Context: an optimization exercise on an open-source flow, tuned for small area, a short achievable clock period and few clock cycles per item. The choices shown serve that exercise and are no tape-out recipe.
RTL that was checked went through simulation tests only; none was proved equivalent to the original.
Power figures rest on the tool's default switching activity, not on a simulated workload.

## img_sha256
module img_sha256 (
    input  wire         clk,
    input  wire         rst,         
    input  wire         in_valid,
    output wire         in_ready,
    input  wire [31:0]  in_data,
    input  wire         in_last,
    output reg          out_valid,
    output wire [255:0] out_digest
);
Size: about 4,400 cells after synthesis, ~290 I/O pins, about 44,000 sq um of cells after synthesis.
export LEC_CHECK = 0
export ABC_AREA = 1
export CAP_MARGIN = 20
export CORE_MARGIN = 2
export CORE_UTILIZATION = 55
export CTS_BUF_LIST = sky130_fd_sc_hd__clkbuf_16
export CTS_CLUSTER_DIAMETER = 70
export CTS_CLUSTER_SIZE = 20
export PLACE_DENSITY = 0.7
export SETUP_SLACK_MARGIN = 5
export SLEW_MARGIN = 20
create_clock -name core_clock -period 10.0 [get_ports {clk}]
standard.sh (not shown) runs the stock make flow with config.mk's settings and CLKGATE_MAP_FILE= SYNTH_SCRIPT=/design/flow/synth_recipe.tcl, a recipe that flattens the netlist after the stock synthesis.
==> flow/flow/run.sh <==
#!/bin/bash
# Standard layout, with the port buffers made from the smallest buffer.
set -euo pipefail
export BUFFER_PORTS_ARGS="-buffer_cell sky130_fd_sc_hd__buf_1"
bash standard.sh > standard_flow.log 2>&1
Testbench counts at the start, summed over its fixed seeds: cycles 64,020, words 14,230.
Next try:
Settings changed: CORE_UTILIZATION 55 to 40, PLACE_DENSITY 0.7 to 0.6.
Clock skew came out higher by 0.017 ns; total power came out higher by 3.6%; via count came out lower by 1.4%; cell count came out higher by 8.2%.
Next try:
Settings changed: CORE_UTILIZATION 40 to 65, PLACE_DENSITY 0.6 to 0.8.
Synthesized area stays the same.
Final area is lower by about 3.5%.
Wire length is lower by about 3.2%.
Core utilization increases by 26 points.
Die area goes down by about 40%.
Setup slack is worse by 0.13 ns.
Worst hold slack improved by 0.0042 ns.
Clock skew is lower by 0.012 ns.
Next try:
Settings changed: CORE_UTILIZATION 65 to 55, GPL_TIMING_DRIVEN from default to 0, PLACE_DENSITY 0.8 to 0.7.
What happened: Non-clock buffer count rose by 131. Wire length rose by about a fifth. Utilization fell by 10 points. Hold slack hardly moves. Critical path depth fell by 10. Via count rose slightly. Clock power rose slightly.
Next try:
Settings changed: CTS_CLUSTER_DIAMETER 70 to 90, CTS_CLUSTER_SIZE 20 to 28, GPL_TIMING_DRIVEN 0 to default.
Effect: Total power fell by about 4.4%. Sequential share of layout area grows by 1.4 points. Global-route usage shrinks by 4.7 points. Utilization shrinks by 1.8 points. Synthesized area does not change. Clock-buffer cell count decreases by 21. Worst setup slack gains 0.18 ns. Fmax rose by 3.7%. Wire length decreases by 13%. Cell count decreases by 2.7%. Hold slack gets better by 0.011 ns.

* * *

## before
img_sha256, a different RTL version from the one above (not shown whole).
Size: about 1,200 flip-flops.
export LEC_CHECK = 0
export CAP_MARGIN = 20
export CORE_MARGIN = 2
export CORE_UTILIZATION = 40
export CTS_BUF_LIST = sky130_fd_sc_hd__clkbuf_16
export CTS_CLUSTER_DIAMETER = 80
export CTS_CLUSTER_SIZE = 22
export PLACE_DENSITY = 0.6
export SETUP_SLACK_MARGIN = 5
export SLEW_MARGIN = 20
create_clock -name core_clock -period 10.0 [get_ports {clk}]
Scripts as last shown in full above: flow/flow/run.sh
The final report for before shows a completed flow and a layout that fails verification, specifically antenna violations.
### before -> after
- CTS_BUF_LIST removed (was sky130_fd_sc_hd__clkbuf_16)
- CTS_CLUSTER_SIZE removed (was 22)
- CTS_CLUSTER_DIAMETER removed (was 80)
--- outcome ---
- For sequential cell area, after and before come out practically identical.
- Detail-routed via count per cell went down slightly going from before to after.
- Re total power after layout: before and after aren't equal, and the higher value belongs to after.
- Measured against each other, before and after differ in growth of design area from synthesis to finish, the lower figure coming from before.
- Compared with before, after shows worst relative slew slack lower by 3.3 points.
- Out of before and after, the only run to close with the timing, DRC and antenna checks passing was after.
- after against before: design area now larger; setup slack now smaller.
- The sequential power of before and that of after are within noise of each other.
- The final reports for after and before show power drawn by the clock network higher in the former.
Function was not checked in any run of this note: the RTL went through the layout flow alone.

* * *

== job 101 ==
The RTL this note starts from:
==> flow/design.v <==
module img_sha256 (
    input  wire         clk,
    input  wire         rst,         
    input  wire         in_valid,
    output wire         in_ready,
    input  wire [31:0]  in_data,
    input  wire         in_last,
    output reg          out_valid,
    output wire [255:0] out_digest
);
    localparam [1:0] C_IDLE = 2'd0,    
                     C_RND  = 2'd1,    
                     C_ADD  = 2'd2;    
    function [31:0] rotr(input [31:0] x, input integer n);
        rotr = (x >> n) | (x << (32 - n));
    endfunction
    function [31:0] bsig0(input [31:0] x);
        bsig0 = rotr(x, 2) ^ rotr(x, 13) ^ rotr(x, 22);
    endfunction
    function [31:0] bsig1(input [31:0] x);
        bsig1 = rotr(x, 6) ^ rotr(x, 11) ^ rotr(x, 25);
    endfunction
    function [31:0] ssig0(input [31:0] x);
        ssig0 = rotr(x, 7) ^ rotr(x, 18) ^ (x >> 3);
    endfunction
    function [31:0] ssig1(input [31:0] x);
        ssig1 = rotr(x, 17) ^ rotr(x, 19) ^ (x >> 10);
    endfunction
    function [31:0] iv(input [2:0] k);
        case (k)
            3'd0: iv = 32'h6a09e667; 3'd1: iv = 32'hbb67ae85;
            3'd2: iv = 32'h3c6ef372; 3'd3: iv = 32'ha54ff53a;
            3'd4: iv = 32'h510e527f; 3'd5: iv = 32'h9b05688c;
            3'd6: iv = 32'h1f83d9ab; default: iv = 32'h5be0cd19;
        endcase
    endfunction
    reg [5:0]  kc;           
    reg [31:0] k_t;          
    always @(*) begin
        case (kc)
            6'd0:  k_t = 32'h428a2f98; 6'd1:  k_t = 32'h71374491;
            6'd2:  k_t = 32'hb5c0fbcf; 6'd3:  k_t = 32'he9b5dba5;
            6'd4:  k_t = 32'h3956c25b; 6'd5:  k_t = 32'h59f111f1;
            6'd6:  k_t = 32'h923f82a4; 6'd7:  k_t = 32'hab1c5ed5;
            6'd8:  k_t = 32'hd807aa98; 6'd9:  k_t = 32'h12835b01;
            6'd10: k_t = 32'h243185be; 6'd11: k_t = 32'h550c7dc3;
            6'd12: k_t = 32'h72be5d74; 6'd13: k_t = 32'h80deb1fe;
            6'd14: k_t = 32'h9bdc06a7; 6'd15: k_t = 32'hc19bf174;
            6'd16: k_t = 32'he49b69c1; 6'd17: k_t = 32'hefbe4786;
            6'd18: k_t = 32'h0fc19dc6; 6'd19: k_t = 32'h240ca1cc;
            6'd20: k_t = 32'h2de92c6f; 6'd21: k_t = 32'h4a7484aa;
            6'd22: k_t = 32'h5cb0a9dc; 6'd23: k_t = 32'h76f988da;
            6'd24: k_t = 32'h983e5152; 6'd25: k_t = 32'ha831c66d;
            6'd26: k_t = 32'hb00327c8; 6'd27: k_t = 32'hbf597fc7;
            6'd28: k_t = 32'hc6e00bf3; 6'd29: k_t = 32'hd5a79147;
            6'd30: k_t = 32'h06ca6351; 6'd31: k_t = 32'h14292967;
            6'd32: k_t = 32'h27b70a85; 6'd33: k_t = 32'h2e1b2138;
            6'd34: k_t = 32'h4d2c6dfc; 6'd35: k_t = 32'h53380d13;
            6'd36: k_t = 32'h650a7354; 6'd37: k_t = 32'h766a0abb;
            6'd38: k_t = 32'h81c2c92e; 6'd39: k_t = 32'h92722c85;
            6'd40: k_t = 32'ha2bfe8a1; 6'd41: k_t = 32'ha81a664b;
            6'd42: k_t = 32'hc24b8b70; 6'd43: k_t = 32'hc76c51a3;
            6'd44: k_t = 32'hd192e819; 6'd45: k_t = 32'hd6990624;
            6'd46: k_t = 32'hf40e3585; 6'd47: k_t = 32'h106aa070;
            6'd48: k_t = 32'h19a4c116; 6'd49: k_t = 32'h1e376c08;
            6'd50: k_t = 32'h2748774c; 6'd51: k_t = 32'h34b0bcb5;
            6'd52: k_t = 32'h391c0cb3; 6'd53: k_t = 32'h4ed8aa4a;
            6'd54: k_t = 32'h5b9cca4f; 6'd55: k_t = 32'h682e6ff3;
            6'd56: k_t = 32'h748f82ee; 6'd57: k_t = 32'h78a5636f;
            6'd58: k_t = 32'h84c87814; 6'd59: k_t = 32'h8cc70208;
            6'd60: k_t = 32'h90befffa; 6'd61: k_t = 32'ha4506ceb;
            6'd62: k_t = 32'hbef9a3f7; default: k_t = 32'hc67178f2;
        endcase
    end
    reg [1:0]  ph;           
    reg [1:0]  cm;           
    reg        cur_first;    
    reg        cur_last;     
    reg        quiet;        
    reg [31:0] w [0:15];     
    reg [15:0] v;            
    reg [4:0]  nbc;          
    reg        pad;          
    reg        mk_done;      
    reg        len_here;     
    reg        fill_first;   
    reg        fill_last;    
    reg [20:0] nwords;       
    reg [31:0] a, b, c, d, e, f, g, h;
    reg [31:0] H0, H1, H2, H3, H4, H5, H6, H7;
    reg [31:0] P;            
    integer i;
    wire start = (ph == 2'd3) && (cm != C_RND) && nbc[4];
    wire wact  = start || ((cm == C_RND) && (kc != 6'd0));   
    wire sched = wact && !(kc[5] && kc[4]);                   
    wire room  = wact ? (kc[5] && kc[4]) : (!v[15] && !nbc[4]);
    assign in_ready = room && !pad;
    wire take    = in_valid && in_ready;
    wire padpush = room && pad;
    wire push_in = take || padpush;
    reg [31:0] pad_word;
    always @(*) begin
        if (!mk_done)
            pad_word = 32'h80000000;
        else if (len_here && nbc[3:0] == 4'd15)
            pad_word = {6'd0, nwords, 5'd0};
        else
            pad_word = 32'd0;
    end
    wire [31:0] in_word = pad ? pad_word : in_data;
    wire [31:0] wnext   = ssig1(w[14]) + w[9] + ssig0(w[1]) + w[0];
    reg [15:0] mv;
    always @(*) begin
        mv[0] = wact || !v[0];
        for (i = 1; i < 16; i = i + 1)
            mv[i] = mv[i - 1] || !v[i];
    end
    wire [31:0] ch  = (e & f) ^ (~e & g);
    wire [31:0] maj = (a & b) ^ (a & c) ^ (b & c);
    wire [31:0] s1  = bsig1(e);
    wire [31:0] s0  = bsig0(a);
    wire [31:0] t1s = s1 ^ ch ^ P;
    wire [31:0] t1c = {((s1[30:0] & ch[30:0]) | (s1[30:0] & P[30:0]) | (ch[30:0] & P[30:0])), 1'b0};
    wire [31:0] es  = t1s ^ t1c ^ d;
    wire [31:0] ec  = {((t1s[30:0] & t1c[30:0]) | (t1s[30:0] & d[30:0]) | (t1c[30:0] & d[30:0])), 1'b0};
    wire [31:0] us  = t1s ^ s0 ^ maj;
    wire [31:0] uc  = {((t1s[30:0] & s0[30:0]) | (t1s[30:0] & maj[30:0]) | (s0[30:0] & maj[30:0])), 1'b0};
    wire [31:0] as_ = us ^ uc ^ t1c;
    wire [31:0] ac  = {((us[30:0] & uc[30:0]) | (us[30:0] & t1c[30:0]) | (uc[30:0] & t1c[30:0])), 1'b0};
    wire [31:0] a_rnd = as_ + ac;
    wire [31:0] e_rnd = es + ec;
    wire [31:0] iv_a = iv({1'b0, ~ph});      
    wire [31:0] iv_e = iv({1'b1, ~ph});      
    wire [31:0] ya   = cur_first ? iv_a : H3;
    wire [31:0] ye   = cur_first ? iv_e : H7;
    wire [31:0] sa   = ya + d;
    wire [31:0] se   = ye + h;
    always @(posedge clk) begin
        b <= a; c <= b; d <= c;
        f <= e; g <= f; h <= g;
        H1 <= H0; H2 <= H1; H3 <= H2;
        H5 <= H4; H6 <= H5; H7 <= H6;
        P <= g + k_t + w[0];
        case (cm)
            C_RND: begin
                a <= a_rnd;
                e <= e_rnd;
                H0 <= H3;
                H4 <= H7;
            end
            C_ADD: begin
                a <= cur_last ? iv_a : sa;
                e <= cur_last ? iv_e : se;
                H0 <= sa;
                H4 <= se;
            end
            default: begin
                a <= d;
                e <= h;
                H0 <= H3;
                H4 <= H7;
            end
        endcase
        for (i = 0; i < 15; i = i + 1)
            if (mv[i]) w[i] <= w[i + 1];
        if (mv[15]) w[15] <= sched ? wnext : in_word;
        if (rst) begin
            ph         <= 2'd0;
            cm         <= C_ADD;
            cur_first  <= 1'b1;
            cur_last   <= 1'b1;
            quiet      <= 1'b1;
            kc         <= 6'd0;
            v          <= 16'd0;
            nbc        <= 5'd0;
            pad        <= 1'b0;
            mk_done    <= 1'b0;
            len_here   <= 1'b0;
            fill_first <= 1'b1;
            fill_last  <= 1'b0;
            nwords     <= 21'd0;
            out_valid  <= 1'b0;
        end else begin
            ph <= ph + 2'd1;
            out_valid <= (cm == C_ADD) && (ph == 2'd3) && cur_last && !quiet;
            if (wact)
                kc <= kc + 6'd1;
            for (i = 0; i < 15; i = i + 1)
                if (mv[i]) v[i] <= v[i + 1];
            if (mv[15]) v[15] <= sched || push_in;
            case (cm)
                C_RND: if (kc == 6'd0) cm <= C_ADD;
                C_ADD: if (ph == 2'd3) cm <= start ? C_RND : C_IDLE;
                default: if (start) cm <= C_RND;
            endcase
            if (start) begin
                quiet      <= 1'b0;
                cur_first  <= fill_first;
                cur_last   <= fill_last;
                fill_first <= fill_last;
                fill_last  <= 1'b0;
                nbc        <= 5'd0;
            end else if (push_in) begin
                nbc <= nbc + 5'd1;
            end
            if (take) begin
                nwords <= nwords + 21'd1;
                if (in_last)
                    pad <= 1'b1;
            end
            if (padpush) begin
                mk_done <= 1'b1;
                if (mk_done && nbc[3:0] == 4'd14)
                    len_here <= 1'b1;
                if (len_here && nbc[3:0] == 4'd15) begin
                    pad       <= 1'b0;
                    mk_done   <= 1'b0;
                    len_here  <= 1'b0;
                    fill_last <= 1'b1;
                    nwords    <= 21'd0;
                end
            end
        end
    end
    assign out_digest = {H0, H1, H2, H3, H4, H5, H6, H7};
endmodule
Settings: LEC_CHECK=0, CAP_MARGIN=20, CORE_MARGIN=2, CORE_UTILIZATION=40, PLACE_DENSITY=0.6, SETUP_SLACK_MARGIN=5, SLEW_MARGIN=20; clock period 10.0 ns.
run.sh (not shown) runs the stock make flow with config.mk's settings and CLKGATE_MAP_FILE= SYNTH_SCRIPT=/design/flow/synth_recipe.tcl, a recipe that flattens the netlist after the stock synthesis.
Stock flow here: none of the scripts above is used.
No stage failed in job 101, and the final checks on the layout all came back clean.
diff inputs: job 101 => job 102
- a deleted SETUP_SLACK_MARGIN that had been 5
## What came out
- Job 102 leaves less setup margin than job 101.
- Compared with job 101, job 102 shows a lower wire length.
- Higher global-route met2 utilization was reported by job 101, not job 102.
- Compared with job 101, job 102 shows a higher clock share of power.
- Compared with job 101, job 102 shows a final area that is about 1.7% lower.
No run of this note included a check of the RTL's function; only the layout flow was run.

what the ideal ports hide:
No port has a modelled driver above. Below, the same layouts with a new extraction and two added sets of constraints. Step 1: set_driving_cell puts a clkbuf_16 on clk and a buf_2 on each other input, an assumption about the parent block. Step 2 also shifts input and output timing later by t, the mid clock arrival at the registers, as if the neighbouring blocks saw the same clock. Three values: ideal, step 1, step 2; two values: the first two.
run	t, ns	setup slack, ns	worst hold slack (ns)
the first run of note 1	0.706	5.218 / 5.218 / 5.157	0.319 / 0.319 / 0.319
the second run of note 1	0.765	5.210 / 5.210 / 4.941	0.300 / 0.300 / 0.300
the third run of note 1	0.706	5.080 / 5.080 / 5.080	0.304 / 0.304 / 0.304
the fourth run of note 1	0.708	4.962 / 4.962 / 4.753	0.302 / 0.302 / 0.302
the fifth run of note 1	0.710	5.143 / 5.143 / 5.143	0.312 / 0.312 / 0.312
before	0.742	4.972 / 4.972 / 4.660	0.312 / 0.312 / 0.312
after	0.788	4.967 / 4.967 / 4.654	0.288 / 0.288 / 0.288
job 101	0.828	5.052 / 5.052 / 4.540	0.301 / 0.301 / 0.301
job 102	0.823	3.929 / 3.851 / 4.183	0.310 / 0.310 / 0.310
The setup slack of job 101, which loses most, moves by 0.000 ns with the drivers and by -0.512 ns with both steps.
